This is an optimization exercise on Yosys and OpenROAD, whose aim is small area, not a production implementation. In this exercise RTL edits were held to simulation tests only and were not proved equivalent to the original. Power is estimated from default activity; no workload was simulated.

## run a
==> flow/design.v (excerpt) <==
module cis_ecc (
    input  wire        clk,
    input  wire        rst_n,
    input  wire        wr_valid,
    input  wire [63:0] wr_data,
    input  wire        wr_poison,
    input  wire [15:0] wr_inj,
    output wire         wc_valid,
    output wire  [15:0] wc_check,
    input  wire        rd_valid,
    input  wire [63:0] rd_data,
    input  wire [15:0] rd_check,
    output reg          rr_valid,
    output wire  [63:0] rr_data,
    output wire         rr_ce,
    output wire         rr_ue,
    output wire  [4:0]  rr_sym
);
export LEC_CHECK = 0
export CAP_MARGIN = 20
export CORE_MARGIN = 2
export CORE_UTILIZATION = 65
export GPL_TIMING_DRIVEN = 0
export SLEW_MARGIN = 20
create_clock -name core_clock -period 5.5 [get_ports {clk}]
standard.sh (not shown) runs the stock make flow with config.mk's settings and CLKGATE_MAP_FILE= SYNTH_SCRIPT=/design/flow/synth_recipe.tcl, a recipe that flattens the netlist after the stock synthesis.
==> flow/flow/run.sh <==
#!/bin/bash
# The standard layout with these changes:
#  - synthesis is the standard flow's own script (synth_recipe.tcl, run unchanged), except
#    that its ABC mapping step uses flow/area.abc, an area-oriented mapping;
#  - buf_1 cells as the port buffers (the default pick is a larger, slower
#    delay buffer);
#  - the clock tree is built from clkbuf_8 cells, without dummy loads.
set -euo pipefail
work=$PWD
{
  echo "# synth_recipe.tcl with its abc call pointed at flow/area.abc"
  echo "proc abc {args} {"
  echo "  set i [lsearch -exact \$args -script]"
  echo "  if {\$i >= 0} { lset args [expr {\$i + 1}] $work/flow/area.abc }"
  echo "  puts \"abc (own flow): \$args\""
  echo "  yosys abc {*}\$args"
  echo "}"
  cat "$work/synth_recipe.tcl"
} > "$work/own_synth.tcl"
cts="-sink_clustering_enable -repair_clock_nets -buf_list sky130_fd_sc_hd__clkbuf_4"
cts="$cts -root_buf sky130_fd_sc_hd__clkbuf_16 -dont_use_dummy_load"
cts="$cts -sink_clustering_size 28 -sink_clustering_max_diameter 80"
bash standard.sh "SYNTH_SCRIPT=$work/own_synth.tcl" \
  "BUFFER_PORTS_ARGS=-buffer_cell sky130_fd_sc_hd__buf_1" \
  "CTS_ARGS=$cts" finish > standard_flow.log 2>&1
==> flow/flow/area.abc <==
&get -n
&st
&syn3
&st
&dch -f
&nf -R 1000 -p -F 8 -A 4 -a
&st
&dch -f
&nf -R 1000 -p -F 8 -A 4 -a
&put
Both conditions hold for run a: the flow ran to the end and the final layout passed the timing, design-rule and antenna checks.
For run b, these inputs were changed with respect to run a:
Settings: SLEW_MARGIN: 20 -> 5; CAP_MARGIN: 20 -> 5.
-- flow/flow/run.sh --
<<< run a, line 2
# The standard layout with these changes:
#  - synthesis is the standard flow's own script (synth_recipe.tcl, run unchanged), except
#    that its ABC mapping step uses flow/area.abc, an area-oriented mapping;
#  - buf_1 cells as the port buffers (the default pick is a larger, slower
>>> run b, line 2
# The standard layout (standard.sh, ORFS from synthesis to the routed
# layout) with these changes:
#  - synthesis runs the standard flow's own script (synth_recipe.tcl) unchanged, except
#    that its ABC mapping step reads flow/area.abc, an area-oriented mapping,
#    instead of ORFS's speed script;
#  - the port buffers are buf_1 cells (the default pick is a larger, slower
<<< run a, line 8
>>> run b, line 10
# ORFS's logs stay under orfs/logs/; make's own output goes to
# standard_flow.log in this folder.
<<< run a, line 20
cts="-sink_clustering_enable -repair_clock_nets -buf_list sky130_fd_sc_hd__clkbuf_4"
cts="$cts -root_buf sky130_fd_sc_hd__clkbuf_16 -dont_use_dummy_load"
cts="$cts -sink_clustering_size 28 -sink_clustering_max_diameter 80"
>>> run b, line 24
cts="-sink_clustering_enable -repair_clock_nets -buf_list sky130_fd_sc_hd__clkbuf_8"
cts="$cts -root_buf sky130_fd_sc_hd__clkbuf_8 -dont_use_dummy_load"
==> flow/flow/area.abc <==
&get -n
&st
&syn3
&st
&dch -f
&nf -R 1000 -p -F 8 -A 4 -a -E 10
&st
&dch -f
&nf -R 1000 -p -F 8 -A 4 -a -E 10
&put
==> comparison <==
- Measured against run b, the count of fill cells added during filler insertion of run a comes out at 0.911 times the reference value.
- After synthesis and placement, the instance count of run b is below that of run a.
- Higher post-detailed-routing wire length among run a and run b: run a
- Cmp run b vs run a: power spent charging and discharging nets lower in run b
- On run b: internal portion of total power is 5.8% lower than what run a gave.

========
== lane 1 ==
cis_ecc again, from the RTL that the note above started with.
==> flow/config.mk <==
export PLATFORM = sky130hd
export DESIGN_NAME = cis_ecc
export DESIGN_NICKNAME = cis_ecc
export VERILOG_FILES = /design/flow/design.v
export SDC_FILE = /design/flow/constraint.sdc
export NUM_CORES = 4
export LEC_CHECK = 0
export CAP_MARGIN = 20
export CORE_MARGIN = 2
export CORE_UTILIZATION = 65
export SLEW_MARGIN = 20
==> flow/constraint.sdc <==
create_clock -name core_clock -period 5.5 [get_ports {clk}]
set_input_delay 1.1000 -clock core_clock [delete_from_list [all_inputs] [get_ports {clk}]]
set_output_delay 1.1000 -clock core_clock [all_outputs]
set_load 0.01 [all_outputs]
==> flow/flow/run.sh <==
#!/bin/bash
# The standard layout with these changes:
#  - synthesis is the standard flow's own script (synth_recipe.tcl, run unchanged), except
#    that its ABC mapping step uses flow/area.abc, an area-oriented mapping;
#  - buf_1 cells as the port buffers (the default pick is a larger, slower
#    delay buffer);
#  - the clock tree is built from clkbuf_8 cells, without dummy loads.
set -euo pipefail
work=$PWD
{
  echo "# synth_recipe.tcl with its abc call pointed at flow/area.abc"
  echo "proc abc {args} {"
  echo "  set i [lsearch -exact \$args -script]"
  echo "  if {\$i >= 0} { lset args [expr {\$i + 1}] $work/flow/area.abc }"
  echo "  puts \"abc (own flow): \$args\""
  echo "  yosys abc {*}\$args"
  echo "}"
  cat "$work/synth_recipe.tcl"
} > "$work/own_synth.tcl"
cts="-sink_clustering_enable -repair_clock_nets -buf_list sky130_fd_sc_hd__clkbuf_8"
cts="$cts -root_buf sky130_fd_sc_hd__clkbuf_8 -dont_use_dummy_load"
cts="$cts -sink_clustering_size 28 -sink_clustering_max_diameter 80"
bash standard.sh "SYNTH_SCRIPT=$work/own_synth.tcl" \
  "BUFFER_PORTS_ARGS=-buffer_cell sky130_fd_sc_hd__buf_1" \
  "CTS_ARGS=$cts" finish > standard_flow.log 2>&1
==> flow/flow/area.abc <==
&get -n
&st
&syn3
&st
&dch -f
&nf -R 1000 -p -F 8 -A 4 -a
&st
&dch -f
&nf -R 1000 -p -F 8 -A 4 -a
&put
The flow did not stop early for lane 1: all stages ran, and the layout cleared the timing, design-rule and antenna checks.
Here is what was changed in the inputs of lane 2 compared with lane 1.
- an added GPL_TIMING_DRIVEN of 0
- a change of CAP_MARGIN from 20 to 5
- a change of SLEW_MARGIN from 20 to 5
==> flow/flow/run.sh <==
#!/bin/bash
# The standard layout (standard.sh, ORFS from synthesis to the routed
# layout) with these changes:
#  - synthesis runs the standard flow's own script (synth_recipe.tcl) unchanged, except
#    that its ABC mapping step reads flow/area.abc, an area-oriented mapping,
#    instead of ORFS's speed script;
#  - the port buffers are buf_1 cells (the default pick is a larger, slower
#    delay buffer);
#  - the clock tree is built from clkbuf_8 cells, without dummy loads.
# ORFS's logs stay under orfs/logs/; make's own output goes to
# standard_flow.log in this folder.
set -euo pipefail
work=$PWD
{
  echo "# synth_recipe.tcl with its abc call pointed at flow/area.abc"
  echo "proc abc {args} {"
  echo "  set i [lsearch -exact \$args -script]"
  echo "  if {\$i >= 0} { lset args [expr {\$i + 1}] $work/flow/area.abc }"
  echo "  puts \"abc (own flow): \$args\""
  echo "  yosys abc {*}\$args"
  echo "}"
  cat "$work/synth_recipe.tcl"
} > "$work/own_synth.tcl"
cts="-sink_clustering_enable -repair_clock_nets -buf_list \"sky130_fd_sc_hd__clkbuf_4 sky130_fd_sc_hd__clkbuf_8\""
cts="$cts -root_buf sky130_fd_sc_hd__clkbuf_8 -dont_use_dummy_load"
bash standard.sh "SYNTH_SCRIPT=$work/own_synth.tcl" \
  "BUFFER_PORTS_ARGS=-buffer_cell sky130_fd_sc_hd__buf_1" \
  "CTS_ARGS=$cts" finish > standard_flow.log 2>&1
### Flow results
Summary across lane 1 and lane 2: the single failing run is lane 2. From lane 1 to lane 2 the numbers moved as follows: placer's final routability congestion estimate decreased by 6.9% relative to the old numbers; cell area after technology mapping closely matched the old numbers; HPWL reported at the end of detailed placement decreased by 3.1% relative to the old numbers. Where post-placement worst setup slack is concerned, lane 1 is better than lane 2. Relative to lane 1, the total placed instance area of lane 2 is lower by 0.63%.
Input-level comparison between lane 3 and lane 2:
--- a/flow/flow/run.sh
+++ b/flow/flow/run.sh
@@ -22,5 +22,5 @@
   cat "$work/synth_recipe.tcl"
 } > "$work/own_synth.tcl"
-cts="-sink_clustering_enable -repair_clock_nets -buf_list \"sky130_fd_sc_hd__clkbuf_4 sky130_fd_sc_hd__clkbuf_8\""
+cts="-sink_clustering_enable -repair_clock_nets -buf_list sky130_fd_sc_hd__clkbuf_8"
 cts="$cts -root_buf sky130_fd_sc_hd__clkbuf_8 -dont_use_dummy_load"
 bash standard.sh "SYNTH_SCRIPT=$work/own_synth.tcl" \
Findings:
Per the final summary, lane 3 finished and its layout is clean on timing, DRC and antenna. Run status, lane 2: aborted in clock tree synthesis, error STA-0564. Re starting density of the core: no difference whatsoever between lane 2 and lane 3. Going from lane 2 to lane 3, synthesized area now sits at about the same level, synthesized cell count did not really move. There was hardly any difference in number of I/O port buffers between lane 3 and lane 2. On number of library cell types mapped by synthesis, lane 2 tracks lane 3 almost exactly.

## re-timing with driven ports
The results above use ideal ports. As a check the final layouts listed here were re-extracted and re-timed, cells and wires unchanged.
Step 1, drivers: a clkbuf_16 drives clk and a buf_2 each remaining input, both assumed.
Step 2 adds t to the input delays and takes it off the output delays; t is the mean of the earliest and latest rising clock arrival at the registers after step 1. Input paths then give back, and output paths get back, about the clock's delay inside the block.
Three values: no drivers, after step 1, after step 2; two values: the first two.
| run | shift t [ns] | setup slack, ns | worst setup path at the end | worst register clock-pin slew, ns | worst slew at a driven data input, ns |
|---|---|---|---|---|---|
| run a | 0.382 | 0.449 / 0.408 / 0.111 | input to register | 0.07 / 0.07 | 0.07 |
| run b | 0.407 | 0.493 / 0.455 / 0.283 | input to register | 0.10 / 0.10 | 0.05 |
| lane 1 | 0.399 | 0.936 / 0.929 / 0.530 | input to register | 0.09 / 0.09 | 0.06 |
| lane 3 | 0.405 | 0.237 / 0.197 / 0.067 | input to register | 0.09 / 0.09 | 0.06 |
After both steps every run listed still meets setup and hold. The setup slack of lane 1, which loses most, moves by -0.007 ns with the drivers and by -0.406 ns with both steps.
